From an optimization exercise on the open Yosys and OpenROAD flow, aimed at small area, a short achievable clock period and few clock cycles per item; shortcuts taken in it are not production practice. Function was checked by simulation only, so behaviour that the tests miss may differ from the original. Power is estimated from default activity; no workload was simulated.

**flow/design.v**
```verilog
module zw_ixu (
    input  wire        clk,
    input  wire        rst,
    input  wire        in_valid,
    output wire        in_ready,
    input  wire [4:0]  in_op,
    input  wire [31:0] in_a,
    input  wire [31:0] in_b,
    output reg         out_valid,
    output reg  [31:0] out_result,
    output reg  [1:0]  out_flags
);
    localparam OP_ADD    = 5'd0,  OP_SUB    = 5'd1,  OP_AND   = 5'd2,  OP_OR    = 5'd3;
    localparam OP_XOR    = 5'd4,  OP_SLL    = 5'd5,  OP_SRL   = 5'd6,  OP_SRA   = 5'd7;
    localparam OP_MIN    = 5'd8,  OP_MAX    = 5'd9,  OP_MINU  = 5'd10, OP_MAXU  = 5'd11;
    localparam OP_MUL    = 5'd12, OP_MULH   = 5'd13, OP_DIV   = 5'd14, OP_DIVU  = 5'd15;
    localparam OP_ADDS   = 5'd16, OP_SUBS   = 5'd17, OP_NEGS  = 5'd18, OP_ABSS  = 5'd19;
    localparam OP_SLLS   = 5'd20, OP_MULQ31 = 5'd21, OP_MULQ16 = 5'd22;
    localparam OP_DIVQ31 = 5'd23, OP_DIVQ16 = 5'd24;
    localparam [31:0] MAXPOS = 32'h7FFF_FFFF;
    localparam [31:0] MAXNEG = 32'h8000_0000;
    function [35:0] sadd;
        input [35:0] x, y;
        input        c;
        reg   [35:0] g, p, gg, pp, g2, p2;
        integer i, d;
        begin
            g  = x & y;
            p  = x ^ y;
            gg = {g[35:1], g[0] | (p[0] & c)};
            pp = p;
            for (d = 1; d < 36; d = d * 2) begin
                g2 = gg;
                p2 = pp;
                for (i = 0; i < 36; i = i + 1)
                    if ((i & d) != 0) begin
                        g2[i] = gg[i] | (pp[i] & gg[(i & ~(d - 1)) - 1]);
                        p2[i] = pp[i] & pp[(i & ~(d - 1)) - 1];
                    end
                gg = g2;
                pp = p2;
            end
            sadd = p ^ {gg[34:0], c};
        end
    endfunction
    wire i_and   = (in_op == OP_AND);
    wire i_or    = (in_op == OP_OR);
    wire i_log   = (in_op == OP_AND)  || (in_op == OP_OR) || (in_op == OP_XOR);
    wire i_shl   = (in_op == OP_SLL);
    wire i_shr   = (in_op == OP_SRL)  || (in_op == OP_SRA);
    wire i_sra   = (in_op == OP_SRA);
    wire i_mm    = (in_op == OP_MIN)  || (in_op == OP_MAX) || (in_op == OP_MINU) || (in_op == OP_MAXU);
    wire i_mmmax = (in_op == OP_MAX)  || (in_op == OP_MAXU);
    wire i_mmsgn = (in_op == OP_MIN)  || (in_op == OP_MAX);
    wire i_arith = (in_op == OP_ADD)  || (in_op == OP_SUB) || (in_op == OP_ADDS) ||
                   (in_op == OP_SUBS) || (in_op == OP_NEGS) || (in_op == OP_ABSS);
    wire i_sat   = (in_op == OP_ADDS) || (in_op == OP_SUBS) || (in_op == OP_NEGS) || (in_op == OP_ABSS);
    wire i_slls  = (in_op == OP_SLLS);
    wire i_sub   = (in_op == OP_SUB)  || (in_op == OP_SUBS);
    wire i_nega  = (in_op == OP_NEGS) || ((in_op == OP_ABSS) && in_a[31]);
    wire i_abspos = (in_op == OP_ABSS) && !in_a[31];
    wire i_mul   = (in_op == OP_MUL)  || (in_op == OP_MULH) || (in_op == OP_MULQ31) || (in_op == OP_MULQ16);
    wire i_div   = (in_op == OP_DIV)  || (in_op == OP_DIVU) || (in_op == OP_DIVQ31) || (in_op == OP_DIVQ16);
    wire i_dsgn  = (in_op == OP_DIV)  || (in_op == OP_DIVQ31) || (in_op == OP_DIVQ16);
    reg        rdy_q;        
    reg        v1;           
    reg        st_mul;       
    reg        st_d2;        
    reg        st_dit;       
    reg        fin_q;        
    reg        f_mul;        
    reg [4:0]  f_op;         
    reg [4:0]  op_q;
    reg        c_and, c_or, c_log, c_shl, c_shr, c_sra, c_mm, c_mmmax, c_mmsgn;
    reg        c_arith, c_sat, c_slls, c_sub, c_nega, c_abspos, c_mul, c_div;
    reg        c_dsgn, c_dnega, c_dnegb;
    reg [31:0] a_q, b_q;     
    reg [33:0] b3_q;         
    reg [33:0] p_q;          
    reg [31:0] d_q;          
    reg [1:0]  cy_q;         
    reg [11:0] bc_q;         
    reg [4:0]  sh_q;         
    reg [5:0]  la_q, lb_q;   
    reg [4:0]  cnt;          
    reg        qneg_q;       
    reg        azero_q, bzero_q, asign_q;
    reg        m_valid;
    reg [31:0] m_sum;        
    reg [31:0] m_oth;        
    reg        m_use_sum;
    reg        m_sat;        
    reg        m_satneg;     
    reg        m_chk_add;    
    reg        m_x31, m_y31;         
    assign in_ready = rdy_q;
    wire [31:0] a = a_q;
    wire [31:0] b = b_q;
    wire [4:0]  n = sh_q;
    wire [31:0] add_x  = c_nega ? 32'd0 : a;
    wire [31:0] add_y  = c_sub ? ~b : c_nega ? ~a : c_abspos ? 32'd0 : b;
    wire        add_ci = c_sub | c_nega;
    wire [35:0] add_w  = sadd({4'd0, add_x}, {4'd0, add_y}, add_ci);
    wire [31:0] add_s  = add_w[31:0];
    wire        add_ovf = (add_x[31] == add_y[31]) && (add_s[31] != add_x[31]);
    wire [35:0] cmp_w  = sadd({4'd0, a}, {4'hF, ~b}, 1'b1);
    wire        lt_u   = cmp_w[32];
    wire        lt     = (c_mmsgn && (a[31] ^ b[31])) ? a[31] : lt_u;
    wire [31:0] mm_res = (lt ^ c_mmmax) ? a : b;
    function [31:0] rev32;
        input [31:0] x;
        integer i;
        begin
            for (i = 0; i < 32; i = i + 1)
                rev32[i] = x[31 - i];
        end
    endfunction
    wire        sh_fill = c_sra & a[31];
    wire [31:0] sh_x0 = c_shr ? rev32(a) : a;
    wire [31:0] sh_x1 = n[0] ? {sh_x0[30:0], sh_fill}      : sh_x0;
    wire [31:0] sh_x2 = n[1] ? {sh_x1[29:0], {2{sh_fill}}}  : sh_x1;
    wire [31:0] sh_x3 = n[2] ? {sh_x2[27:0], {4{sh_fill}}}  : sh_x2;
    wire [31:0] sh_x4 = n[3] ? {sh_x3[23:0], {8{sh_fill}}}  : sh_x3;
    wire [31:0] sh_x5 = n[4] ? {sh_x4[15:0], {16{sh_fill}}} : sh_x4;
    wire [31:0] sh_res = c_shr ? rev32(sh_x5) : sh_x5;
    wire [31:0] slls_mask = ~(32'h7FFF_FFFF >> n);
    wire        slls_fit  = ((a ^ {32{a[31]}}) & slls_mask) == 32'd0;
    wire [31:0] log_res = c_and ? (a & b) : c_or ? (a | b) : (a ^ b);
    wire [8:0]  mb_next = b[15:7];
    wire [33:0] a34 = {{2{a[31]}}, a};
    function [2:0] booth_dec;    
        input [2:0]  bits;       
        begin
            booth_dec = {bits[2],
                         (bits[2] & ~bits[1] & ~bits[0]) | (~bits[2] & bits[1] & bits[0]),
                         bits[0] ^ bits[1]};
        end
    endfunction
    function [11:0] booth_dec4;
        input [8:0] bits;
        begin
            booth_dec4 = {booth_dec(bits[8:6]), booth_dec(bits[6:4]),
                          booth_dec(bits[4:2]), booth_dec(bits[2:0])};
        end
    endfunction
    function [33:0] booth_pp;    
        input [2:0]  ctl;        
        input [33:0] m;
        reg [33:0] r;
        begin
            r   = ((ctl[0] ? m : 34'd0) | (ctl[1] ? {m[32:0], 1'b0} : 34'd0)) ^ {34{ctl[2]}};
            booth_pp = {~r[33], r[32:0]};
        end
    endfunction
    wire [33:0] pp0 = booth_pp(bc_q[2:0], a34);
    wire [33:0] pp1 = booth_pp(bc_q[5:3], a34);
    wire [33:0] pp2 = booth_pp(bc_q[8:6], a34);
    wire [33:0] pp3 = booth_pp(bc_q[11:9], a34);
    wire [3:0]  mneg = {bc_q[11], bc_q[8], bc_q[5], bc_q[2]};
    wire [33:0] rnd_init = (op_q == OP_MULQ31) ? (34'd1 << 30) :
                           (op_q == OP_MULQ16) ? (34'd1 << 15) : 34'd0;
    wire [33:0] acc_s = st_mul ? p_q : rnd_init;
    wire [33:0] acc_c = st_mul ? b3_q : 34'd0;
    wire [1:0]  acc_y = st_mul ? cy_q : 2'd0;
    wire [41:0] o0 = {8'd0, acc_s};
    wire [41:0] o1 = {8'd0, acc_c};
    wire [41:0] o2 = {8'd0, pp0};
    wire [41:0] o3 = {6'd0, pp1, 1'b0, mneg[0]};
    wire [41:0] o4 = {4'd0, pp2, 1'b0, mneg[1], acc_y[1], acc_y[0]};
    wire [41:0] o5 = {2'd0, pp3, 1'b0, mneg[2], 4'd0};
    wire [41:0] s1 = o0 ^ o1 ^ o2;
    wire [41:0] k1 = {(o0 & o1 | o0 & o2 | o1 & o2), 1'b0};
    wire [41:0] s2 = o3 ^ o4 ^ o5;
    wire [41:0] k2 = {(o3 & o4 | o3 & o5 | o4 & o5), 1'b0};
    wire [41:0] s3 = s1 ^ k1 ^ s2;
    wire [41:0] k3 = {(s1 & k1 | s1 & s2 | k1 & s2), 1'b0};
    wire [41:0] s4 = s3 ^ k3 ^ k2;
    wire [41:0] k4 = {(s3 & k3 | s3 & k2 | k3 & k2), 1'b0};
    wire [9:0]  mlow = {2'b00, s4[7:0]} + {2'b00, k4[7:0]} + {3'b000, mneg[3], 6'd0};
    wire [31:0] mk  = cy_q[1] ? 32'h5555_5558 : 32'h5555_5556;
    wire [31:0] mhs = p_q[31:0] ^ b3_q[31:0] ^ mk;
    wire [31:0] mhc = {(p_q[30:0] & b3_q[30:0]) | (p_q[30:0] & mk[30:0]) | (b3_q[30:0] & mk[30:0]), 1'b0};
    wire [35:0] mh_w = sadd({4'd0, mhs}, {4'd0, mhc}, cy_q[0]);
    wire [31:0] mh  = mh_w[31:0];
    wire        q31_fit = (mh[31] == mh[30]);
    wire        q16_fit = (mh[31:15] == 17'd0) || (mh[31:15] == 17'h1FFFF);
    reg  [31:0] mul_res;
    reg         mul_sat;
    always @(*) begin
        mul_sat = 1'b0;
        case (f_op)
            OP_MUL:  mul_res = d_q;
            OP_MULH: mul_res = mh;
            OP_MULQ31: begin
                mul_res = {mh[30:0], d_q[31]};
                mul_sat = !q31_fit;
            end
            default: begin
                mul_res = {mh[15:0], d_q[31:16]};
                mul_sat = !q16_fit;
            end
        endcase
    end
    function [5:0] lzc32;    
        input [31:0] x;
        integer i;
        reg found;
        begin
            lzc32 = 6'd32;
            found = 1'b0;
            for (i = 31; i >= 0; i = i - 1)
                if (!found && x[i]) begin
                    lzc32 = 6'd31 - i[5:0];
                    found = 1'b1;
                end
        end
    endfunction
    function ones_then_zeros;
        input [31:0] x;
        begin
            ones_then_zeros = x[31] && ((~x[31:1] & x[30:0]) == 31'd0);
        end
    endfunction
    wire [31:0] xa = a ^ {32{c_dnega}};
    wire [31:0] xb = b ^ {32{c_dnegb}};
    wire [35:0] mag_a_w = sadd({4'd0, xa}, 36'd0, c_dnega);
    wire [35:0] mag_b_w = sadd({4'd0, xb}, 36'd0, c_dnegb);
    wire [31:0] mag_a = mag_a_w[31:0];
    wire [31:0] mag_b = mag_b_w[31:0];
    wire [5:0]  lz_a = lzc32(xa) - {5'd0, c_dnega & ones_then_zeros(a)};
    wire [5:0]  lz_b = lzc32(xb) - {5'd0, c_dnegb & ones_then_zeros(b)};
    wire        dq31 = (op_q == OP_DIVQ31);
    wire        dq16 = (op_q == OP_DIVQ16);
    wire        dqop = dq31 | dq16;
    wire [6:0]  dv_s = dq31 ? 7'd31 : dq16 ? 7'd16 : 7'd0;
    wire [6:0]  kk = {1'b0, lb_q} + dv_s + 7'd33 - {1'b0, la_q};
    wire        k_odd  = kk[0];
    wire        k_none = azero_q || (kk <= 7'd32);              
    wire        k_big  = (kk >= 7'd65);                         
    wire [6:0]  k_pairs = (kk - 7'd31) >> 1;                    
    wire [6:0]  dv_t = 7'd31 + {1'b0, la_q} - {1'b0, lb_q} - {6'd0, k_odd};
    wire [63:0] num0 = {32'd0, a} << dv_t[5:0];
    wire [35:0] b3_w = sadd({4'd0, b}, {3'd0, b, 1'b0}, 1'b0);
    wire        dv_sat_early = dqop & k_big;
    wire [31:0] divz_val = !c_dsgn ? (azero_q ? 32'd0 : 32'hFFFF_FFFF) :
                           asign_q ? MAXNEG : azero_q ? 32'd0 : MAXPOS;
    wire [33:0] trial = {p_q[31:0], d_q[31:30]};
    wire [35:0] t1w = sadd({2'b00, trial}, ~{4'b0000, b}, 1'b1);
    wire [35:0] t2w = sadd({2'b00, trial}, ~{3'b000, b, 1'b0}, 1'b1);
    wire [35:0] t3w = sadd({2'b00, trial}, ~{2'b00, b3_q}, 1'b1);
    wire [34:0] t1 = t1w[34:0];
    wire [34:0] t2 = t2w[34:0];
    wire [34:0] t3 = t3w[34:0];
    wire [1:0]  qd = !t3[34] ? 2'd3 : !t2[34] ? 2'd2 : !t1[34] ? 2'd1 : 2'd0;
    wire [31:0] rem_n = !t3[34] ? t3[31:0] : !t2[34] ? t2[31:0] : !t1[34] ? t1[31:0] : trial[31:0];
    wire [35:0] dq_neg_w = sadd({4'd0, ~d_q}, 36'd0, 1'b1);
    wire [31:0] dq_neg = dq_neg_w[31:0];
    wire        f_dqop = (f_op == OP_DIVQ31) || (f_op == OP_DIVQ16);
    wire        dq_sat = f_dqop & d_q[31] & (!qneg_q | (d_q[30:0] != 31'd0)) & !bzero_q;
    wire [31:0] div_res = (qneg_q & !bzero_q) ? dq_neg : d_q;
    wire        fin_sat = f_mul ? mul_sat : dq_sat;
    wire        fin_neg = f_mul ? mh[31] : qneg_q;
    wire [31:0] fin_res = fin_sat ? (fin_neg ? MAXNEG : MAXPOS) : f_mul ? mul_res : div_res;
    wire [1:0]  fin_fl  = {!f_mul & bzero_q, fin_sat};
    wire        one_simple = v1 & !c_mul & !c_div;
    wire [31:0] oth_n = ({32{c_log}} & log_res) |
                        ({32{c_shl | c_shr | c_slls}} & sh_res) |
                        ({32{c_mm}} & mm_res);
    wire        sat_n = c_slls & !slls_fit;
    wire        satneg_n = a[31];
    wire        m_ovf  = (m_x31 == m_y31) && (m_sum[31] != m_x31);
    wire        f_sat  = m_sat | (m_chk_add & m_ovf);
    wire        f_neg  = m_chk_add ? m_x31 : m_satneg;
    wire take = in_valid & rdy_q;
    wire d1   = v1 & c_div;        
    wire m0   = v1 & c_mul;        
    always @(posedge clk) begin
        if (rdy_q) begin
            op_q  <= in_op;
            c_and <= i_and;  c_or  <= i_or;   c_log <= i_log;
            c_shl <= i_shl;  c_shr <= i_shr;  c_sra <= i_sra;  c_mm  <= i_mm;
            c_mmmax <= i_mmmax;  c_mmsgn <= i_mmsgn;  c_arith <= i_arith;
            c_sat <= i_sat;  c_slls <= i_slls;
            c_sub <= i_sub;  c_nega <= i_nega;  c_abspos <= i_abspos;
            c_mul <= i_mul;  c_div <= i_div;
            c_dsgn  <= i_dsgn;
            c_dnega <= i_dsgn & in_a[31];
            c_dnegb <= i_dsgn & in_b[31];
        end
        if (rdy_q)
            a_q <= in_a;
        else if (d1)
            a_q <= mag_a;
        if (rdy_q)
            b_q <= in_b;
        else if (d1)
            b_q <= mag_b;
        else if (m0 || st_mul)
            b_q <= {8'd0, b_q[31:8]};
        if (rdy_q)
            bc_q <= booth_dec4({in_b[7:0], 1'b0});
        else if (m0 || st_mul)
            bc_q <= booth_dec4(mb_next);
        if (rdy_q && (i_shl || i_shr || i_slls))
            sh_q <= in_b[4:0];
        m_sum     <= add_s;
        m_oth     <= oth_n;
        m_use_sum <= c_arith;
        m_sat     <= sat_n;
        m_satneg  <= satneg_n;
        m_chk_add <= c_sat;
        m_x31     <= add_x[31];
        m_y31     <= add_y[31];
        if (fin_q) begin
            out_result <= fin_res;
            out_flags  <= fin_fl;
        end else begin
            out_result <= f_sat ? (f_neg ? MAXNEG : MAXPOS) : m_use_sum ? m_sum : m_oth;
            out_flags  <= {1'b0, f_sat};
        end
        if (m0 || d1) begin
            f_mul <= m0;
            f_op  <= op_q;
        end
        if (d1) begin
            la_q    <= lz_a;
            lb_q    <= lz_b;
            qneg_q  <= c_dnega ^ c_dnegb;
            azero_q <= (a == 32'd0);
            bzero_q <= (b == 32'd0);
            asign_q <= a[31];
        end
        if (m0 || st_mul) begin
            p_q  <= s4[41:8];
            b3_q <= k4[41:8];
            cy_q <= mlow[9:8];
            d_q  <= {mlow[7:0], d_q[31:8]};
            cnt  <= st_mul ? cnt + 5'd1 : 5'd1;
        end else if (st_d2) begin
            b3_q <= b3_w[33:0];
            p_q  <= {2'b00, num0[63:32]};
            cnt  <= k_pairs[4:0];
            if (bzero_q)
                d_q <= divz_val;
            else if (k_none || dv_sat_early)
                d_q <= dv_sat_early ? 32'hFFFF_FFFF : 32'd0;
            else
                d_q <= num0[31:0];
        end else if (st_dit) begin
            p_q <= {2'b00, rem_n};
            d_q <= {d_q[29:0], qd};
            cnt <= cnt - 5'd1;
        end
        if (rst) begin
            rdy_q     <= 1'b1;
            v1        <= 1'b0;
            st_mul    <= 1'b0;
            st_d2     <= 1'b0;
            st_dit    <= 1'b0;
            fin_q     <= 1'b0;
            m_valid   <= 1'b0;
            out_valid <= 1'b0;
        end else begin
            v1        <= take;
            m_valid   <= one_simple;
            out_valid <= m_valid | fin_q;
            fin_q     <= 1'b0;
            if (take)
                rdy_q <= !(i_mul | i_div);
            if (m0) begin
                st_mul <= 1'b1;
            end else if (st_mul && cnt[1:0] == 2'd2) begin
                rdy_q  <= 1'b1;               
            end else if (st_mul && cnt[1:0] == 2'd3) begin
                st_mul <= 1'b0;
                fin_q  <= 1'b1;
            end
            if (d1)
                st_d2 <= 1'b1;
            if (st_d2) begin
                st_d2 <= 1'b0;
                if (bzero_q || k_none || dv_sat_early) begin
                    fin_q  <= 1'b1;
                    rdy_q  <= 1'b1;
                end else begin
                    st_dit <= 1'b1;
                    if (k_pairs == 7'd1)
                        rdy_q <= 1'b1;        
                end
            end
            if (st_dit && cnt == 5'd2)
                rdy_q <= 1'b1;                
            if (st_dit && cnt == 5'd1) begin
                st_dit <= 1'b0;
                fin_q  <= 1'b1;
            end
        end
    end
endmodule
```
**flow/config.mk**
```make
export PLATFORM = sky130hd
export DESIGN_NAME = zw_ixu
export DESIGN_NICKNAME = zw_ixu
export VERILOG_FILES = /design/flow/design.v
export SDC_FILE = /design/flow/constraint.sdc
export NUM_CORES = 4
export LEC_CHECK = 0
export ABC_AREA = 1
export CAP_MARGIN = 30
export CORE_MARGIN = 2
export CORE_UTILIZATION = 50
export PLACE_DENSITY = 0.65
export SLEW_MARGIN = 20
```
**flow/constraint.sdc**
```tcl
create_clock -name core_clock -period 14.0 [get_ports {clk}]
set_input_delay 2.8000 -clock core_clock [delete_from_list [all_inputs] [get_ports {clk}]]
set_output_delay 2.8000 -clock core_clock [all_outputs]
set_load 0.01 [all_outputs]
```
**flow/run.sh**
```bash
#!/bin/bash
# synth_recipe.tcl (not shown) runs the flow's synth.tcl, then flattens the netlist and writes it again
# the make line also repeats each setting of config.mk as NAME=value (left out here)
make -C /OpenROAD-flow-scripts/flow DESIGN_CONFIG=/design/flow/config.mk WORK_HOME=/design/flow/orfs CLKGATE_MAP_FILE= SYNTH_SCRIPT=/design/flow/synth_recipe.tcl finish
```
==> results of run 1 <==
-- cell usage in the layout, fill, tap and decap left out, types with 61 or more instances in the layout --
master           netlist  final
nand2_1             1396   1396
ha_1                 413    412
dfxtp_1              112    109
nand4_1               74     74
nor3_1                64     64
a221oi_1              61     61
a21oi_1              322    321
nand3_1              243    242
o21ai_0              485    485
xor2_1               241    240
nor2_1               389    387
o221ai_1              61     61
o211ai_1             123    123
o22ai_1              166    166
edfxtp_1             233    233
fa_1                 168    168
inv_1                868    865
xnor2_1               97     96
clkdlybuf4s50_1        0    107
mux2i_1               71     71
buf_4                  5    139
-- kinds of logic (layout without fill, tap and decap cells) --
family	count (synthesis)	in the layout	share of synthesized area
compound gates	1403	1403	0.189
xor+xnor	352	352	0.0718
fa+ha+maj	581	581	0.190
buf+inv	1254	1232	0.107
flops	345	345	0.206
mux	72	72	0.0161
other cells	0	3	0
simple gates	2312	2312	0.220
-- cell type report --
type | instances | area, um^2
diodes | 3 | 7.51
flip-flops and latches | 345 | 9250
fillers | 8780 | 39900
well taps | 1165 | 1460
clock inverters | 27 | 245
inverters | 896 | 3360
multi-input cells | 4720 | 30900
clock buffers | 59 | 1280
repair buffers | 250 | 2220
-- through the flow --
stage                     total power, mW  utilization  setup WS [ns]
after floorplan                      4.21            -           9.51
after global placement               5.85        0.531           7.89
after detailed placement             5.88        0.531           7.77
after CTS                            7.15        0.549           7.75
after global routing                 7.70        0.550           7.14
final                                7.30        0.550           7.61
-- power by group through the flow --
| stage | clock network, mW | registers [mW] | logic (mW) |
|---|---|---|---|
| 2_1_floorplan | 0 | 1.46 | 2.75 |
| 3_3_place_gp | 0 | 1.53 | 4.32 |
| 3_5_place_dp | 0 | 1.53 | 4.35 |
| 4_1_cts | 1.26 | 1.51 | 4.38 |
| 5_1_grt | 1.29 | 1.53 | 4.87 |
| 6_report | 1.25 | 1.53 | 4.52 |
-- registers in the layout (all words and copies together), names as in the netlist, 6 cells and up, named ones only --
signal      flops
m_oth          32
b_q            32
la_q            6
out_result     32
lb_q            6
m_sum          32
d_q            32
bc_q           12
b3_q           34
p_q            32
a_q            31
-- critical path: stages (launching register included) --
cell      delay [ns]
edfxtp_1        0.39
inv_1           0.09
nand2_1         0.06
inv_1           0.11
nand4_1         0.27
fa_1            0.67
inv_1           0.10
ha_1            0.19
inv_1           0.05
ha_1            0.22
ha_1            0.92
clkinv_1        0.94
nand2_1         0.23
o21ai_0         0.14
nand2_1         0.09
o21ai_0         0.19
o21ai_0         0.22
inv_1           0.08
nand2_1         0.06
o21ai_0         0.16
a221oi_1        0.80
a21oi_1         0.15
-- worst max path at each step --
stage                 start  endpoint  slack [ns]  cells past startpoint
floorplan           op_q[3]   d_q[31]        9.51                     23
global placement    op_q[3]   p_q[20]        7.89                     21
detailed placement  op_q[3]   p_q[20]        7.77                     21
CTS                 op_q[3]   p_q[20]        7.75                     21
global route        op_q[3]   p_q[20]        7.14                     21
finish              op_q[3]   p_q[20]        7.61                     21
-- metal layers --
metal,global-route usage,routed length [um],vias to the layer above
met1,0.540,77600,21600
met4,0.310,18000,16
met2,0.628,83400,2953
met5,0,115,-
li1,-,-,21100
met3,0.103,22800,731
==> run notes, run 1 <==
- Status: timing/DRC/antenna clean
- Number of buffers created by CTS: 46
- Final setup fails: 0
- Initial drt markers: 5976
- Sink Count: 345
- Fin crit share: 0.457
- Overflow after GRT: 0
- Port bufs: around 110
- Worst hold path endpoint: m_use_sum
- Clock power share: 0.172
- Final Hold Fails: 0
- Layout area overhead: 8.52%
- Arrival @ worst endpoint: between 6 and 7 ns
- CP Capture Type: register
- Drt wl/cell: around 27 um
- Via count: roughly 46000
- Vias per cell: slightly above 6
- WL final: roughly 200000 um
- Row Count: around 110
- Flop2flop setup slack: 7.61 ns
- Int Power: around 3.6 mW
- TritonCTS clock tree: built
- Min-delay worst type: register to register
- # Post-CTS Setup Buffers: 0
- Synth cell count leaders: nand2_1, inv_1, o21ai_0
- Yosys cell types: 80
- Cell Area, Placed: 47100 um^2
- Hold Slack: roughly 0.34 ns
- First-pass GRT wire length: roughly 290000 um
- Nets: approximately 6900
- Vias in the first global route: about 43000
- Gate Count Post-Synth: about 6300
- PostCTS Resize Cnt: 0
- Non-Filler Instances: 7465
- Ys async rst share: 0
- GRT Util Overall: 0.425
- Post-synthesis sequential area ratio: 0.206
- Net Sw Frac: 0.513
- Seq pwr share: 0.209
- Die height: slightly above 300 um
- CP Launch Type: register
- ANT nets after route: 0
- Fin area: between 40000 and 50000 um^2
- Comb power frac: 0.619
- Final Critical Period: around 6.4 ns
- Die Wd: around 300 um
- Top-area cell type share of the netlist area: 0.156
- HP Start: c_arith
- Worst-skew pair later-pin latency: 0.66 ns
- Share of cells above drive strength 1: 0.0586
- Ys flop type: edfxtp_1
- Initial core utilization: 0.506
- Dpl cells: between 7000 and 8000
- Net Count, Synth: 6972
- Syn Std Cell Area: about 45000 um^2
- Root Buffer: clkbuf_16
- Lkg Pwr: 22.9 nW
- Top-count cell post-synth: nand2_1
- Post-synth EDFFs: roughly 230
- Dpl hpwl: around 160000 um
- # DRC: 0
- FF-to-FF Start: op_q[3]
- Clock transition time at the flip-flop clock pins of the worst setup and hold paths: 0.06 ns
- Yosys Warn Count: 1
- Crit path kind: register to register
- Clock Skews: 0.0349 ns
- Largest net degree at the start of global routing: 94
- H-tree depth: 2
- Relative slew margins: 0.314
- PwrDens: about 150 nW/um^2
- Syn avg cell area: 7.11 um^2
- Top post-synthesis cells by area: edfxtp_1, nand2_1, ha_1
- RSZ-0062 raised after global routing: false
- Clk buf depth: 3
- Die area: 92200 um^2
- Slew @ Worst Pin: around 1 ns
- Pre-Repair DR Iteration Count: 6
- Number of I/O pins: approximately 110
- Routability congestion estimate: approximately 1.1
- Reg2reg path depth: 21
- F_max: 156 MHz
- Setup_tns: 0 ns
- Max Cap Violations: 0
- Worst Hold Path Cells: 0
- Core ar.: approximately 89000 um^2
- Required @ worst endpoint: between 10 and 15 ns
- Max-slew violations: 0
- R2R Path End: p_q[20]
- Initial antenna violation count: 9
- Psw: around 3.7 mW
- Post-synth top area cell: edfxtp_1
- Max IR drop VDD: roughly 0.099 mV
- CP max FO: 26
- Flops & latches, synth: about 350
- Hold Buf Count CTS: 0
Testbench counts, summed over its fixed seeds: cycles 30,378, items 12,000.
==> inputs of run 2 (changes only) <==
--- a/flow/design.v
+++ b/flow/design.v
@@ -76,2 +76,3 @@
     reg        c_dsgn, c_dnega, c_dnegb;
+    reg        c_q31, c_q16;         
     reg [31:0] a_q, b_q;     
@@ -159,4 +160,3 @@
     wire [3:0]  mneg = {bc_q[11], bc_q[8], bc_q[5], bc_q[2]};
-    wire [33:0] rnd_init = (op_q == OP_MULQ31) ? (34'd1 << 30) :
-                           (op_q == OP_MULQ16) ? (34'd1 << 15) : 34'd0;
+    wire [33:0] rnd_init = {3'd0, c_q31 & c_mul, 14'd0, c_q16 & c_mul, 15'd0};
     wire [33:0] acc_s = st_mul ? p_q : rnd_init;
@@ -231,4 +231,4 @@
     wire [5:0]  lz_b = lzc32(xb) - {5'd0, c_dnegb & ones_then_zeros(b)};
-    wire        dq31 = (op_q == OP_DIVQ31);
-    wire        dq16 = (op_q == OP_DIVQ16);
+    wire        dq31 = c_q31;
+    wire        dq16 = c_q16;
     wire        dqop = dq31 | dq16;
@@ -286,2 +286,4 @@
             c_dsgn  <= i_dsgn;
+            c_q31   <= (in_op == OP_MULQ31) || (in_op == OP_DIVQ31);
+            c_q16   <= (in_op == OP_MULQ16) || (in_op == OP_DIVQ16);
             c_dnega <= i_dsgn & in_a[31];
--- a/flow/config.mk
+++ b/flow/config.mk
@@ -12,2 +12,2 @@
 export PLACE_DENSITY = 0.65
-export SLEW_MARGIN = 20
+export SLEW_MARGIN = 60
==> run notes, run 2 <==
- Ys flop type: edfxtp_1
- Drt wl/cell: about 27 um
- First-pass GRT wire length: between 200000 and 300000 um
- Top-count cell post-synth: nand2_1
- Number of I/O pins: ~110
- Max Cap Violations: 0
- Gate Count Post-Synth: a little over 6000
- Min-delay worst type: register to register
- Final Hold Fails: 0
- Vias in the first global route: ~42000
- Commonest non-fill, non-tap cell in the layout: nand2_1
- Die area: 91400 um^2
- # Post-CTS Setup Buffers: 0
- Pre-Repair DR Iteration Count: 8
- Slew @ Worst Pin: about 0.7 ns
- Flops & latches, synth: around 350
- Nets: around 6800
- Number of buffers created by CTS: 48
- Yosys Warn Count: 1
- Initial drt markers: around 5800
- Die height: slightly above 300 um
- Net Count, Synth: between 6000 and 7000
- Arrival @ worst endpoint: between 6 and 7 ns
- Clock transition time at the flip-flop clock pins of the worst setup and hold paths: approximately 0.06 ns
- Crit path kind: register to register
- Syn avg cell area: between 7 and 8 um^2
- Syn Std Cell Area: between 40000 and 50000 um^2
- Core ar.: 88200 um^2
- WL final: ~200000 um
- Final Critical Period: 5.79 ns
- Most numerous cell on the critical path: inv_1
- Final setup fails: 0
- Fin crit share: 0.414
- Ys async rst share: 0
- Dpl hpwl: ~150000 um
- Post-synthesis sequential area ratio: 0.209
- Post-synth EDFFs: 235
- Most frequent cells in the layout: nand2_1, inv_1, o21ai_0
- Max IR drop VDD: roughly 0.12 mV
- Top-area cell type share of the netlist area: 0.159
- Vias per cell: between 6 and 7
- Yosys cell types: 78
- Die Wd: a little over 300 um
- Initial core utilization: 0.504
- Relative slew margins: 0.529
- TritonCTS clock tree: built
- Largest net degree at the start of global routing: 96
- Overflow after GRT: 0
- Required @ worst endpoint: 14.51 ns
- Routability congestion estimate: 1.02
- Max reg flops: 34
- Clk buf depth: 3
- ANT nets after route: 0
- # DRC: 0
- CP max FO: 22
- H-tree depth: 2
- CP Launch Type: register
- Initial antenna violation count: 11
- Root Buffer: clkbuf_16
- Row Count: between 100 and 150
- Fin area: roughly 49000 um^2
- Status: timing/DRC/antenna clean
- PwrDens: 149 nW/um^2
- Hold Buf Count CTS: 0
- Post-layout power: 7.31 mW
- Port bufs: 107
- PostCTS Resize Cnt: 0
- Critical Path Max Stage Delay: about 0.90 ns
- Max-slew violations: 0
- Synth cell count leaders: nand2_1, inv_1, o21ai_0
- Critical Path Slowest Stage Cell: fa_2
- Largest Register: b3_q
- Worst path cell trace: inv_1 -> fa_1 -> inv_1 -> ha_1 -> inv_1 -> ha_1 -> ha_1 -> inv_1 -> fa_2 -> clkinv_1 -> buf_4 -> o21ai_0 -> o21ai_0 -> o21ai_1 -> nand3_1 -> a21oi_1 -> o221ai_1 -> nand2_1
- Post-synth top area cell: edfxtp_1
- Cell Area, Placed: around 47000 um^2
- Sink Count: 347
- Worst-skew pair later-pin latency: about 0.65 ns
- GRT Util Overall: 0.426
- Clock Skews: 0.0287 ns
- CP Capture Type: register
- Lkg Pwr: around 23 nW
- Via count: around 46000
- RSZ-0062 raised after global routing: false
- Layout area overhead: 10.0%
- Top post-synthesis cells by area: edfxtp_1, ha_1, nand2_1
- Share of cells above drive strength 1: 0.0773
- F_max: between 150 and 200 MHz
- Setup_tns: 0 ns
==> run 2: cell count changes after synthesis, moves of 11 or more <==
cell and change:
o21ai_0 +12, nand3_1 -29, xnor2_1 +12, inv_1 -46
nor3_1 -18, a21oi_1 +23, nand2_1 -71, clkbuf_1 +11
o221ai_1 -11
==> run 2: logic make-up (layout without fill, tap and decap cells) <==
kind of cell / Yosys count / in the layout / synth area share
adders and majority gates: 584 / 584 / 0.193
DFF: 347 / 347 / 0.209
buffers and inverters: 1212 / 1190 / 0.105
muxes: 65 / 65 / 0.0146
xor gates and xnor gates: 367 / 367 / 0.0742
AOI/OAI and AO/OA: 1450 / 1450 / 0.196
and+or+nand+nor: 2182 / 2182 / 0.209
other: 0 / 2 / 0
==> run 2: power by group <==
part | switching [mW] | leakage, nW | internal (mW) | total, mW
Combinational | 2.91 | 18.6 | 1.50 | 4.42
Clock | 0.580 | 0.859 | 0.817 | 1.40
Sequential | 0.157 | 3.27 | 1.34 | 1.50
==> run 2: final timing paths <==
check / start / to / cells after the start / slack [ns]
worst min-delay path: c_arith / m_use_sum / 0 / 0.35
worst max register to register: c_q31 / d_q[24] / 18 / 8.21
worst max-delay path: c_q31 / d_q[24] / 18 / 8.21
worst min register to register: c_arith / m_use_sum / 0 / 0.35
==> run 2: through the flow <==
| step | instances | hold slack [ns] | util | setup WS (ns) |
|---|---|---|---|---|
| 6_report | 7352 | 0.349 | 0.555 | 8.21 |
| 5_1_grt | 7350 | 0.373 | 0.555 | 7.54 |
| 4_1_cts | 7340 | 0.345 | 0.553 | 8.24 |
| 3_5_place_dp | 7250 | 0.334 | 0.533 | 8.27 |
| 3_3_place_gp | 7229 | 0.327 | 0.527 | 7.63 |
| 2_1_floorplan | 6207 | 0.323 | - | 9.42 |
==> run 2: metal layers <==
layer,share of wire,global-route usage,vias up
met3,0.11,0.103,654
li1,-,-,20800
met2,0.42,0.637,2764
met1,0.38,0.538,21300
met5,0.000086,0,-
met4,0.088,0.310,2
==> run 2: cell type report <==
cell class	count	area, um^2
Fill cell	8644	39300
Multi-Input combinational cell	4648	31000
Sequential cell	347	9310
Inverter	844	3180
Timing Repair Buffer	256	2290
Tap cell	1165	1460
Clock buffer	59	1380
Clock inverter	31	362
Antenna cell	2	5.00
==> run 2: critical path, delay by kind of cell, from the launching register on <==
kind | cells | cell delay, ns
adders and majority gates | 5 | 1.97
AOI/OAI and AO/OA | 5 | 1.58
buffers and inverters | 6 | 1.47
DFF | 1 | 0.41
and+or+nand+nor | 2 | 0.23
Testbench counts of run 2, summed over its fixed seeds: cycles 30,378, items 12,000.
==> inputs of run 3 (changes only) <==
--- a/flow/config.mk
+++ b/flow/config.mk
@@ -12,2 +12,2 @@
 export PLACE_DENSITY = 0.65
-export SLEW_MARGIN = 60
+export SLEW_MARGIN = 65
==> run notes, run 3 <==
- Port bufs: between 100 and 150
- Reg2reg path depth: 30
- CP max FO: 34
- Via count: ~46000
- Dpl hpwl: between 150000 and 200000 um
- Most numerous cell on the critical path: nand2_1
- Max reg flops: 34
- Dpl cells: 7266
- Non-Filler Instances: between 7000 and 8000
- Root Buffer: clkbuf_16
- Die height: 302 um
- Die area: 91400 um^2
- # Post-CTS Setup Buffers: 0
- CP top delay family: simple AND/OR/NAND/NOR gates
- Layout area overhead: 10.8%
- Initial core utilization: 0.504
- Psw: around 3.7 mW
- Hold Buf Count CTS: 0
- PostCTS Resize Cnt: 0
- Hold Slack: approximately 0.34 ns
- Final Hold Fails: 0
- Syn Std Cell Area: around 45000 um^2
- Post-synth top area cell: edfxtp_1
- Flop2flop setup slack: just over 8 ns
- Number of buffers created by CTS: 46
- Crit path kind: register to register
- Pre-CTS WS: approximately 8.2 ns
- Die Wd: slightly above 300 um
- Sink Count: ~350
- Lkg Pwr: 22.8 nW
- Worst setup margin: 8.17 ns
- Drt wl/cell: between 20 and 30 um
- Slew @ Worst Pin: approximately 0.6 ns
- Yosys cell types: between 70 and 80
- Synth cell count leaders: nand2_1, inv_1, o21ai_0
- Setup_tns: 0 ns
- Top post-synthesis cells by area: edfxtp_1, ha_1, nand2_1
- Post-synthesis sequential area ratio: 0.209
- Gate Count Post-Synth: between 6000 and 7000
- Max-slew violations: 0
- Critical Path Slowest Stage Cell: edfxtp_1
- Clock power share: 0.180
- CP Launch Type: register
- Flops & latches, synth: between 300 and 400
- Net Count, Synth: about 6900
- Largest Register: b3_q
- GRT Util Overall: 0.429
- Nets: between 6000 and 7000
- ANT nets after route: 0
- Int Power: 3.62 mW
- Min-delay worst type: register to register
- Cell Area, Placed: approximately 47000 um^2
- Critical Path Max Stage Delay: about 0.58 ns
- Largest net degree at the start of global routing: 96
- Clk buf depth: 3
- Clock Skews: approximately 0.042 ns
- Post-layout power: roughly 7.3 mW
- Clock transition time at the flip-flop clock pins of the worst setup and hold paths: 0.07 ns
- Number of I/O pins: around 110
- Ys async rst share: 0
- # DRC: 0
- CP Capture Type: register
- F_max: 172 MHz
- WL final: roughly 200000 um
- Final Critical Period: around 6 ns
- Initial antenna violation count: 10
- TritonCTS clock tree: built
- Pre-Repair DR Iteration Count: 6
- First-pass GRT wire length: 287000 um
- Max IR drop VDD: approximately 0.11 mV
- R2R Path End: out_result[8]
- Routability congestion estimate: approximately 1.0
- Seq pwr share: 0.204
- FF-to-FF Start: p_q[0]
- Worst hold path endpoint: m_use_sum
- PwrDens: approximately 150 nW/um^2
- Worst Hold Path Cells: 0
- Relative slew margins: 0.608
- Overflow after GRT: 0
- Post-synth EDFFs: 235
- Comb power frac: 0.616
- Fin crit share: 0.416
- H-tree depth: 2
- Required @ worst endpoint: ~15 ns
- Max Cap Violations: 0
- Status: timing/DRC/antenna clean
- RSZ-0062 raised after global routing: false
- Fillcell total: approximately 8600
- Vias in the first global route: approximately 42000
- Top-count cell post-synth: nand2_1
- Ys flop type: edfxtp_1
- Initial drt markers: about 5900
- Core ar.: 88200 um^2
- Commonest non-fill, non-tap cell in the layout: nand2_1
- Yosys Warn Count: 1
- WP buf/inv: 3
- Worst-skew pair later-pin latency: 0.64 ns
- Share of cells above drive strength 1: 0.0873
- Vias per cell: roughly 6.2
- Most frequent cells in the layout: nand2_1, inv_1, o21ai_0
- Arrival @ worst endpoint: 6.33 ns
- Fin area: between 40000 and 50000 um^2
- Top-area cell type share of the netlist area: 0.159
- Final core utilization: 0.559
- Final setup fails: 0
- Syn avg cell area: between 7 and 8 um^2
- Net Sw Frac: 0.503
- HP Start: c_arith
- Row Count: between 100 and 150
[run 3: power by group through the flow]
stage / registers (mW) / logic [mW] / clock network [mW]
global placement: 1.53 / 4.14 / 0
detailed placement: 1.51 / 4.30 / 0
CTS: 1.48 / 4.32 / 1.32
finish: 1.49 / 4.49 / 1.31
global route: 1.50 / 4.89 / 1.35
floorplan: 1.47 / 2.75 / 0
[run 3: routing by layer]
| layer | vias up | routed length (um) | global-route usage | part of all wire |
|---|---|---|---|---|
| met5 | - | 13 | 0 | 0.000066 |
| met3 | 601 | 22200 | 0.0957 | 0.11 |
| met4 | 2 | 16500 | 0.293 | 0.083 |
| li1 | 20900 | - | - | - |
| met1 | 21500 | 75500 | 0.547 | 0.38 |
| met2 | 2799 | 84100 | 0.648 | 0.42 |
[run 3: how the worst max path moves through the flow]
| stage | from | to | slack (ns) | cells after the start |
|---|---|---|---|---|
| final | p_q[0] | out_result[8] | 8.17 | 30 |
| after global routing | p_q[2] | out_result[24] | 7.62 | 30 |
| after CTS | p_q[2] | out_result[16] | 8.26 | 31 |
| after detailed placement | p_q[2] | out_result[16] | 8.24 | 31 |
| after global placement | c_q31 | d_q[24] | 7.63 | 18 |
| after floorplan | c_nega | m_sum[26] | 9.42 | 28 |
[run 3: cell families after synthesis]
logic type               after synthesis  synth area share
buffers and inverters               1212             0.105
XOR/XNOR                             367            0.0742
multiplexers                          65            0.0146
AO/OA/AOI/OAI                       1450             0.196
flip-flops                           347             0.209
AND/OR/NAND/NOR                     2182             0.209
adder cells (fa/ha/maj)              584             0.193
[run 3: final cells by class]
class                   instances  area [um^2]  area share
inverters                     844         3200      0.0649
multi-input cells            4648        31300       0.634
clock inverters                22          230     0.00467
clock buffers                  64         1380      0.0281
flip-flops and latches        347         9310       0.189
repair buffers                271         2470      0.0501
diodes                          4         10.0    0.000203
well taps                    1165         1460      0.0296
==> inputs of run 4 (changes only) <==
--- a/flow/design.v
+++ b/flow/design.v
@@ -85,2 +85,3 @@
     reg [5:0]  la_q, lb_q;   
+    reg        f_pneg;       
     reg [4:0]  cnt;          
@@ -184,4 +185,11 @@
     wire [31:0] mh  = mh_w[31:0];
-    wire        q31_fit = (mh[31] == mh[30]);
-    wire        q16_fit = (mh[31:15] == 17'd0) || (mh[31:15] == 17'h1FFFF);
+    wire [31:0] mhp = mhs ^ mhc;
+    wire [31:0] mhz = {1'b0, (mhs[30:0] | mhc[30:0]) ~^ mhp[31:1]};    
+    wire [31:0] mho = {1'b0, (mhs[30:0] & mhc[30:0]) ^ mhp[31:1]};     
+    wire [35:0] mc15_w = sadd({21'd0, mhs[14:0]}, {21'd0, mhc[14:0]}, cy_q[0]);
+    wire [35:0] mc30_w = sadd({6'd0, mhs[29:0]}, {6'd0, mhc[29:0]}, cy_q[0]);
+    wire        mc15 = mc15_w[15];
+    wire        mc30 = mc30_w[30];
+    wire        q31_fit = ((mc30 == mhp[30]) & mhz[30]) | ((mc30 != mhp[30]) & mho[30]);
+    wire        q16_fit = ((mc15 == mhp[15]) & (&mhz[30:15])) | ((mc15 != mhp[15]) & (&mho[30:15]));
     reg  [31:0] mul_res;
@@ -229,3 +237,3 @@
     wire [31:0] mag_b = mag_b_w[31:0];
-    wire [5:0]  lz_a = lzc32(xa) - {5'd0, c_dnega & ones_then_zeros(a)};
+    wire [5:0]  lz_a = lzc32(xa) + ((c_dnega & ones_then_zeros(a)) ? 6'b111110 : 6'b111111);
     wire [5:0]  lz_b = lzc32(xb) - {5'd0, c_dnegb & ones_then_zeros(b)};
@@ -235,3 +243,3 @@
     wire [6:0]  dv_s = dq31 ? 7'd31 : dq16 ? 7'd16 : 7'd0;
-    wire [6:0]  kk = {1'b0, lb_q} + dv_s + 7'd33 - {1'b0, la_q};
+    wire [6:0]  kk = {1'b0, lb_q} + dv_s + 7'd32 - {la_q[5], la_q};
     wire        k_odd  = kk[0];
@@ -240,3 +248,4 @@
     wire [6:0]  k_pairs = (kk - 7'd31) >> 1;                    
-    wire [6:0]  dv_t = 7'd31 + {1'b0, la_q} - {1'b0, lb_q} - {6'd0, k_odd};
+    wire [35:0] dv_t_w = sadd({30'd0, la_q}, {31'd0, ~lb_q[4:0]}, ~k_odd);
+    wire [6:0]  dv_t = {1'b0, dv_t_w[5:0]};
     wire [63:0] num0 = {32'd0, a} << dv_t[5:0];
@@ -261,3 +270,3 @@
     wire        fin_sat = f_mul ? mul_sat : dq_sat;
-    wire        fin_neg = f_mul ? mh[31] : qneg_q;
+    wire        fin_neg = f_mul ? f_pneg : qneg_q;
     wire [31:0] fin_res = fin_sat ? (fin_neg ? MAXNEG : MAXPOS) : f_mul ? mul_res : div_res;
@@ -323,4 +332,5 @@
         if (m0 || d1) begin
-            f_mul <= m0;
-            f_op  <= op_q;
+            f_mul  <= m0;
+            f_op   <= op_q;
+            f_pneg <= a_q[31] ^ b_q[31];
         end
==> run notes, run 4 <==
- Largest net degree at the start of global routing: between 90 and 100
- # DRC: 0
- Synth cell count leaders: nand2_1, inv_1, o21ai_0
- Fillcell total: roughly 8600
- Post-synth EDFFs: approximately 240
- Final core utilization: 0.560
- Net Sw Frac: 0.503
- Max-slew violations: 0
- Nets: 6780
- Initial antenna violation count: 14
- Post-layout power: 7.26 mW
- TritonCTS clock tree: built
- Yosys Warn Count: 1
- Min-delay worst type: register to register
- Sink Count: between 300 and 400
- Ys async rst share: 0
- Clk buf depth: 3
- Int Power: 3.61 mW
- Overflow after GRT: 0
- Non-Filler Instances: 7322
- Final Critical Period: between 5 and 6 ns
- Die height: around 300 um
- Worst-skew pair later-pin latency: 0.68 ns
- Hold Slack: 0.342 ns
- H-tree depth: 2
- Arrival @ worst endpoint: roughly 6.0 ns
- Met2 wire len: between 70000 and 80000 um
- Row Count: 109
- Clock transition time at the flip-flop clock pins of the worst setup and hold paths: ~0.060 ns
- Comb power frac: 0.619
- Syn Std Cell Area: ~45000 um^2
- RSZ-0062 raised after global routing: false
- Seq pwr share: 0.205
- CP max FO: 21
- Flops & latches, synth: between 300 and 400
- First-pass GRT wire length: 288000 um
- CP Launch Type: register
- Max Cap Violations: 0
- Root Buffer: clkbuf_16
- Max layer used: met5
- Vias in the first global route: between 40000 and 50000
- Vias per cell: between 6 and 7
- Initial drt markers: 5693
- Clock power share: 0.176
- Number of I/O pins: approximately 110
- Hold Buf Count CTS: 0
- Ys flop type: edfxtp_1
- Post-synthesis sequential area ratio: 0.209
- Max IR drop VDD: between 0.1 and 0.15 mV
- Most numerous cell on the critical path: nand2_1
- PostCTS Resize Cnt: 0
- CP Capture Type: register
- Max reg flops: 34
- Relative slew margins: 0.609
- ANT nets after route: 0
- Final Hold Fails: 0
- Final setup fails: 0
- Syn avg cell area: 7.30 um^2
- Die area: between 90000 and 100000 um^2
- PwrDens: about 150 nW/um^2
- F_max: roughly 180 MHz
- Port bufs: roughly 110
- WL final: between 200000 and 250000 um
- Critical Path Max Stage Delay: between 0.6 and 0.7 ns
- Initial core utilization: 0.505
- GRT Util Overall: 0.432
- Layout area overhead: 11.1%
- Drt wl/cell: about 27 um
- Net Count, Synth: 6773
- Routability congestion estimate: ~1.1
- Number of buffers created by CTS: between 40 and 50
- Psw: 3.65 mW
- Largest Register: b3_q
- Status: timing/DRC/antenna clean
- Core ar.: slightly below 90000 um^2
- Post-synth top area cell: edfxtp_1
- Slew @ Worst Pin: just under 0.6 ns
- Commonest non-fill, non-tap cell in the layout: nand2_1
- Wire length on met3: 28000 um
- Setup_tns: 0 ns
- # Post-CTS Setup Buffers: 0
- Top post-synthesis cells by area: edfxtp_1, ha_1, nand2_1
- Top-count cell post-synth: nand2_1
- Top-area cell type share of the netlist area: 0.159
- Wl on met1: 78100 um
- Share of cells above drive strength 1: 0.0896
- Reg2reg path depth: 28
- Fin crit share: 0.391
- Via count: 45500
- Gate Count Post-Synth: around 6100
- Dpl hpwl: 156000 um
- Yosys cell types: 74
- Most frequent cells in the layout: nand2_1, inv_1, o21ai_0
- Required @ worst endpoint: between 10 and 15 ns
- Worst Hold Path Cells: 0
- Crit path kind: register to register
- Pre-Repair DR Iteration Count: 7
- Dpl cells: ~7200
- Die Wd: between 300 and 400 um
- Critical Path Slowest Stage Cell: fa_1
- Clock Skews: just over 0.05 ns
- Lkg Pwr: 22.6 nW
## run 4: power groups by stage
stage | Sequential [mW] | Combinational (mW) | Clock, mW
after floorplan | 1.47 | 2.69 | 0
after global placement | 1.56 | 4.10 | 0
after detailed placement | 1.50 | 4.27 | 0
after CTS | 1.48 | 4.30 | 1.28
after global routing | 1.50 | 4.85 | 1.32
final | 1.49 | 4.50 | 1.28
## run 4: logic make-up after synthesis
| family | after synthesis | synth area share |
|---|---|---|
| and+or+nand+nor | 1965 | 0.190 |
| muxes | 72 | 0.0162 |
| xor gates and xnor gates | 392 | 0.0799 |
| DFF | 348 | 0.209 |
| AOI/OAI and AO/OA | 1503 | 0.202 |
| adders and majority gates | 594 | 0.196 |
| buffers and inverters | 1233 | 0.106 |
## run 4: worst max-delay path, delay by kind of cell (launching register included)
family / cells / cell delay, ns
AOI/OAI and AO/OA: 4 / 1.18
adders and majority gates: 2 / 0.90
buffers and inverters: 6 / 0.87
DFF: 1 / 0.47
and+or+nand+nor: 16 / 1.86
## run 4: layer usage
layer | global-route usage | up-vias
met5 | 0 | -
li1 | - | 20600
met1 | 0.565 | 21300
met3 | 0.150 | 651
met2 | 0.606 | 2886
met4 | 0.267 | 4
## run 4: area by class of cell
type,count,area (um^2),share of cell area
diodes,6,15.0,0.000303
clock buffers,56,1230,0.0248
clock inverters,29,357,0.00720
inverters,876,3320,0.0671
multi-input cells,4526,31000,0.626
flip-flops and latches,348,9340,0.188
well taps,1165,1460,0.0294
repair buffers,316,2820,0.0569
## run 4: per-stage QoR
stage / setup WS (ns) / cell area (um^2)
2_1_floorplan: 9.50 / 44600
3_3_place_gp: 8.38 / 46700
3_5_place_dp: 8.59 / 47700
4_1_cts: 8.55 / 49200
5_1_grt: 7.93 / 49500
6_report: 8.53 / 49500
## run 4: final timing paths
check | startpoint | end | slack [ns]
worst max-delay path | p_q[2] | out_result[26] | 8.53
worst min-delay path | c_arith | m_use_sum | 0.34
worst max register to register | p_q[2] | out_result[26] | 8.53
worst min register to register | c_arith | m_use_sum | 0.34
Testbench counts of run 4, summed over its fixed seeds: cycles 30,378, items 12,000.
==> inputs of run 5 (changes only) <==
--- a/flow/config.mk
+++ b/flow/config.mk
@@ -10,4 +10,4 @@
 export CORE_MARGIN = 2
-export CORE_UTILIZATION = 50
-export PLACE_DENSITY = 0.65
-export SLEW_MARGIN = 65
+export CORE_UTILIZATION = 45
+export PLACE_DENSITY = 0.6
+export SLEW_MARGIN = 70
==> run notes, run 5 <==
- Status: timing/DRC/antenna clean
- Min-delay worst type: register to register
- Worst setup margin: slightly below 9 ns
- Clk buf depth: 3
- Arrival @ worst endpoint: around 5.8 ns
- HP Start: c_sat
- Critical Path Slowest Stage Cell: fa_1
- Die area: about 100000 um^2
- Yosys cell types: between 70 and 80
- Post-synth top area cell: edfxtp_1
- Flops & latches, synth: 348
- CP Launch Type: register
- Syn Std Cell Area: 44600 um^2
- Most numerous cell on the critical path: nand2_1
- Clock Skews: between 0.04 and 0.05 ns
- Initial antenna violation count: 6
- CP max FO: 27
- Post-synthesis sequential area ratio: 0.209
- Fin area: 50300 um^2
- Final Critical Period: approximately 5.2 ns
- Top post-synthesis cells by area: edfxtp_1, ha_1, nand2_1
- Worst Hold Path Cells: 0
- Max-slew violations: 0
- Lkg Pwr: about 23 nW
- Setup_tns: 0 ns
- Overflow after GRT: 0
- Flop2flop setup slack: 8.80 ns
- FF-to-FF Start: c_nega
- Die Wd: 319 um
- Row Count: ~120
- Die height: around 320 um
- Number of I/O pins: roughly 110
- Worst-skew pair later-pin latency: 0.68 ns
- Synth cell count leaders: nand2_1, inv_1, o21ai_0
- Drt wl/cell: 27.6 um
- Core ar.: around 100000 um^2
- Syn avg cell area: between 7 and 8 um^2
- Yosys Warn Count: 1
- Nets: just under 7000
- Sink Count: roughly 350
- Worst hold path endpoint: m_chk_add
- Vias in the first global route: approximately 42000
- Max Cap Violations: 0
- Reg2reg path depth: 28
- Pre-CTS WS: 8.76 ns
- Clock transition time at the flip-flop clock pins of the worst setup and hold paths: roughly 0.060 ns
- Final core utilization: 0.511
- Final setup fails: 0
- RSZ-0062 raised after global routing: false
- Commonest non-fill, non-tap cell in the layout: nand2_1
- Dpl hpwl: approximately 160000 um
- Ys flop type: edfxtp_1
- Via count: between 40000 and 50000
- Vias per cell: 6.09
- Dpl cells: around 7400
- PostCTS Resize Cnt: 0
- Initial drt markers: ~5500
- # Post-CTS Setup Buffers: 0
- Non-Filler Instances: ~7500
- CP Capture Type: register
- Routability congestion estimate: around 1.0
- # DRC: 0
- First-pass GRT wire length: 294000 um
- Hold Slack: 0.340 ns
- Hold Buf Count CTS: 0
- F_max: just under 200 MHz
- GRT Util Overall: 0.394
- Relative slew margins: 0.653
- Net Count, Synth: roughly 6800
- Crit path kind: register to register
- Slew @ Worst Pin: about 0.52 ns
- Critical Path Max Stage Delay: ~0.49 ns
- PwrDens: roughly 150 nW/um^2
- Number of buffers created by CTS: 46
- ANT nets after route: 0
- Largest Register: b3_q
- Post-layout power: between 7 and 8 mW
- H-tree depth: 2
- Required @ worst endpoint: 14.57 ns
- Post-synth EDFFs: around 240
- R2R Path End: m_sum[31]
- Initial core utilization: 0.454
- Most frequent cells in the layout: nand2_1, inv_1, o21ai_0
- Fin crit share: 0.371
- TritonCTS clock tree: built
- Final Hold Fails: 0
- Gate Count Post-Synth: around 6000
- Port bufs: approximately 110
- Top-count cell post-synth: nand2_1
- Root Buffer: clkbuf_16
- Ys async rst share: 0
- Cell Area, Placed: between 40000 and 50000 um^2
- Max reg flops: 34
- Layout area overhead: 12.7%
- WL final: around 210000 um
- Top-area cell type share of the netlist area: 0.159
- Largest net degree at the start of global routing: 70
- Pre-Repair DR Iteration Count: 6
- Max IR drop VDD: roughly 0.12 mV
- Share of cells above drive strength 1: 0.102
[run 5: logic make-up (layout without fill, tap and decap cells)]
kind of cell | after synthesis | in the layout | synth area share
multiplexers | 72 | 72 | 0.0162
AND/OR/NAND/NOR | 1965 | 1965 | 0.190
flip-flops | 348 | 348 | 0.209
adder cells (fa/ha/maj) | 594 | 594 | 0.196
buffers and inverters | 1233 | 1300 | 0.106
XOR/XNOR | 392 | 392 | 0.0799
other | 0 | 4 | 0
AO/OA/AOI/OAI | 1503 | 1503 | 0.202
[run 5: metal layers]
metal / track usage / share of wire / up-vias / routed length, um
met2: 0.567 / 0.41 / 2725 / 83600
li1: - / - / 20600 / -
met5: 0 / 0.00013 / - / 27
met3: 0.114 / 0.12 / 609 / 24900
met1: 0.521 / 0.40 / 21500 / 82500
met4: 0.240 / 0.072 / 4 / 14800
[run 5: worst max-delay path by stage]
stage,from,cells past startpoint,endpoint
final,c_nega,28,m_sum[31]
after global routing,c_nega,28,m_sum[31]
after CTS,c_nega,28,m_sum[31]
after detailed placement,c_nega,28,m_sum[31]
after global placement,p_q[2],27,out_result[19]
after floorplan,c_nega,26,m_sum[31]
[run 5: worst max-delay path, delay by kind of cell (launching register included)]
kind            cells  cell delay, ns
fa+ha+maj           2            0.94
flops               1            0.38
buf+inv             4            0.69
simple gates       11            1.14
compound gates     10            1.79
xor+xnor            1            0.17
[run 5: final cells by class]
class                           instances  area, um^2
Timing Repair Buffer                  338        2950
Antenna cell                            4        10.0
Fill cell                            9768       48000
Sequential cell                       348        9340
Inverter                              876        3370
Clock buffer                           58        1310
Clock inverter                         28         384
Multi-Input combinational cell       4526       31300
Tap cell                             1287        1610
[run 5: where the power goes]
group	internal, mW	total [mW]	switching (mW)	leakage [nW]
clock	0.786	1.35	0.564	0.825
combinational	1.57	4.58	3.01	18.8
sequential	1.34	1.47	0.134	3.26
total	3.70	7.40	3.70	22.9
==> inputs of run 6 (changes only) <==
--- a/flow/design.v
+++ b/flow/design.v
@@ -86,2 +86,3 @@
     reg        f_pneg;       
+    reg        f_q31ovf;     
     reg [4:0]  cnt;          
@@ -189,6 +190,4 @@
     wire [35:0] mc15_w = sadd({21'd0, mhs[14:0]}, {21'd0, mhc[14:0]}, cy_q[0]);
-    wire [35:0] mc30_w = sadd({6'd0, mhs[29:0]}, {6'd0, mhc[29:0]}, cy_q[0]);
     wire        mc15 = mc15_w[15];
-    wire        mc30 = mc30_w[30];
-    wire        q31_fit = ((mc30 == mhp[30]) & mhz[30]) | ((mc30 != mhp[30]) & mho[30]);
+    wire        q31_fit = !f_q31ovf;
     wire        q16_fit = ((mc15 == mhp[15]) & (&mhz[30:15])) | ((mc15 != mhp[15]) & (&mho[30:15]));
@@ -335,2 +334,3 @@
             f_pneg <= a_q[31] ^ b_q[31];
+            f_q31ovf <= (a_q == 32'h8000_0000) && (b_q == 32'h8000_0000);
         end
==> run notes, run 6 <==
- PostCTS Resize Cnt: 0
- Yosys Warn Count: 1
- Post-synth EDFFs: between 200 and 250
- Fin crit share: 0.390
- Vias in the first global route: 43800
- Final Hold Fails: 0
- Critical Path Slowest Stage Cell: edfxtp_1
- Share of cells above drive strength 1: 0.0993
- Relative slew margins: 0.651
- Layout area overhead: 13.9%
- Flop2flop setup slack: 8.54 ns
- Number of I/O pins: around 110
- # DRC: 0
- Port bufs: 107
- Most frequent cells in the layout: nand2_1, inv_1, o21ai_0
- ANT nets after route: 0
- Net Count, Synth: around 7000
- CP Capture Type: register
- Reg2reg path depth: 27
- Clock Skews: 0.0521 ns
- Slew @ Worst Pin: about 0.52 ns
- Dpl hpwl: approximately 170000 um
- Top-count cell post-synth: nand2_1
- Nets: 7051
- Die Wd: around 320 um
- Clk buf depth: 3
- RSZ-0062 raised after global routing: false
- First-pass GRT wire length: ~310000 um
- Dpl cells: between 7000 and 8000
- F_max: between 150 and 200 MHz
- Commonest non-fill, non-tap cell in the layout: nand2_1
- Required @ worst endpoint: approximately 15 ns
- Largest Register: b3_q
- Max Cap Violations: 0
- Min-delay worst type: register to register
- Initial core utilization: 0.455
- Largest net degree at the start of global routing: 65
- CP max FO: 26
- Final Critical Period: roughly 5.5 ns
- Worst-skew pair later-pin latency: between 0.6 and 0.7 ns
- Status: timing/DRC/antenna clean
- Arrival @ worst endpoint: about 6 ns
- Top post-synthesis cells by area: edfxtp_1, ha_1, nand2_1
- R2R Path End: m_sum[30]
- Row Count: 115
- Worst Hold Path Cells: 0
- Max IR drop VDD: around 0.12 mV
- Gate Count Post-Synth: ~6300
- Crit path kind: register to register
- H-tree depth: 2
- Ys flop type: edfxtp_1
- Clock transition time at the flip-flop clock pins of the worst setup and hold paths: ~0.06 ns
- Vias per cell: ~6
- Hold Buf Count CTS: 0
- Flops & latches, synth: about 350
- FF-to-FF Start: c_nega
- Overflow after GRT: 0
- Syn Std Cell Area: 44900 um^2
- WL final: roughly 220000 um
- Die height: around 320 um
- Synth cell count leaders: nand2_1, inv_1, o21ai_0
- PwrDens: approximately 140 nW/um^2
- Most numerous cell on the critical path: nand2_1
- Top-area cell type share of the netlist area: 0.159
- Die area: about 100000 um^2
- Syn avg cell area: between 7 and 8 um^2
- Non-Filler Instances: ~7700
- Initial antenna violation count: 2
- Max-slew violations: 0
- HP Start: c_arith
- CP Launch Type: register
- Ys async rst share: 0
- TritonCTS clock tree: built
- Root Buffer: clkbuf_16
- Routability congestion estimate: 1.08
- Post-synth top area cell: edfxtp_1
- Sink Count: 349
- Post-synthesis sequential area ratio: 0.209
- Final core utilization: 0.519
- Max reg flops: 34
- Initial drt markers: around 5800
- Yosys cell types: 75
- Core ar.: between 90000 and 100000 um^2
- Final setup fails: 0
- Number of buffers created by CTS: 49
- Setup_tns: 0 ns
- Pre-Repair DR Iteration Count: 8
- Post-layout power: 7.40 mW
- GRT Util Overall: 0.414
- Via count: 46800
- # Post-CTS Setup Buffers: 0
- Critical Path Max Stage Delay: 0.51 ns
- Drt wl/cell: ~28 um
- Worst hold path endpoint: m_use_sum
- Lkg Pwr: between 20 and 25 nW
-- run 6: changes by cell type in the layout (fill, tap and decap cells not counted), sizes merged, moves of 22 or more --
cell,previous run,this run
mux2i,71,41
a21oi,335,359
nand3,163,235
nand2,1186,1371
nand4,69,92
nor2,406,428
-- run 6: metal layers --
layer / vias up / track usage / routed length, um
met2: 2590 / 0.616 / 90400
met4: 0 / 0.282 / 17500
met5: - / 0 / 0
li1: 21300 / - / -
met1: 22300 / 0.538 / 86000
met3: 601 / 0.0883 / 22300
-- run 6: cell families (layout without fill, tap and decap cells) --
| family | after synthesis | count (layout) | synth area share |
|---|---|---|---|
| multiplexers | 42 | 42 | 0.00939 |
| adder cells (fa/ha/maj) | 596 | 596 | 0.196 |
| other | 0 | 5 | 0 |
| XOR/XNOR | 373 | 373 | 0.0740 |
| AND/OR/NAND/NOR | 2263 | 2263 | 0.214 |
| buffers and inverters | 1259 | 1345 | 0.107 |
| AO/OA/AOI/OAI | 1454 | 1454 | 0.191 |
| flip-flops | 349 | 349 | 0.209 |
-- run 6: final cells by class --
cell class	count	area [um^2]
Tap cell	1287	1610
Clock inverter	30	380
Antenna cell	5	12.5
Sequential cell	349	9370
Timing Repair Buffer	353	3230
Clock buffer	60	1280
Inverter	902	3430
Fill cell	9808	47400
Multi-Input combinational cell	4728	31800
-- run 6: worst max-delay path by stage --
stage	startpoint	end	depth (start not counted)
finish	c_nega	m_sum[30]	27
global route	c_nega	m_sum[30]	27
CTS	c_nega	m_sum[30]	27
detailed placement	c_nega	m_sum[30]	27
global placement	b_q[1]	p_q[11]	31
floorplan	c_nega	m_sum[30]	26
-- run 6: worst max-delay path: cells and delay by family, from the launching register on --
kind	cells	cell delay, ns
flops	1	0.51
buf+inv	3	0.62
fa+ha+maj	2	0.94
compound gates	10	1.83
simple gates	12	1.45
-- run 6: where the power goes --
part           internal (mW)  switching, mW
clock network          0.767          0.565
logic                   1.56           3.03
registers               1.34          0.139
total                   3.67           3.73
-- run 6: per-stage QoR --
stage	setup slack (ns)	hold slack [ns]	cell area, um^2
floorplan	9.54	0.323	44900
global placement	8.48	0.326	47500
detailed placement	8.63	0.327	49100
CTS	8.62	0.341	50700
global route	8.06	0.355	51100
finish	8.54	0.341	51100
Testbench counts of run 6, summed over its fixed seeds: cycles 30,378, items 12,000.

-- what the ideal ports hide --
Ports are ideal in the flow. The routed layouts listed here were re-timed in OpenROAD.
Step 1 sets driving cells, clkbuf_16 on the clock port and buf_2 on the other inputs (assumed; they add their load-dependent delay and slew).
Step 2 moves the port delays by t, midway between the first and last clock arrival at a register: inputs arrive t later, outputs are due t later. That takes back most of the time a late clock gives input paths.
Slacks: no drivers / after step 1 / after step 2; pairs: no drivers / after step 1.
run	t, ns	setup WS [ns]	worst hold slack (ns)
run 1	0.721	7.607 / 7.607 / 7.607	0.344 / 0.344 / 0.344
run 2	0.708	8.206 / 8.206 / 8.206	0.349 / 0.349 / 0.349
run 3	0.699	8.169 / 8.169 / 8.169	0.342 / 0.342 / 0.342
run 4	0.714	8.531 / 8.531 / 8.531	0.342 / 0.342 / 0.342
run 5	0.733	8.805 / 8.805 / 8.805	0.340 / 0.340 / 0.340
run 6	0.732	8.537 / 8.537 / 8.537	0.341 / 0.341 / 0.341
After both steps every run listed still meets setup and hold.
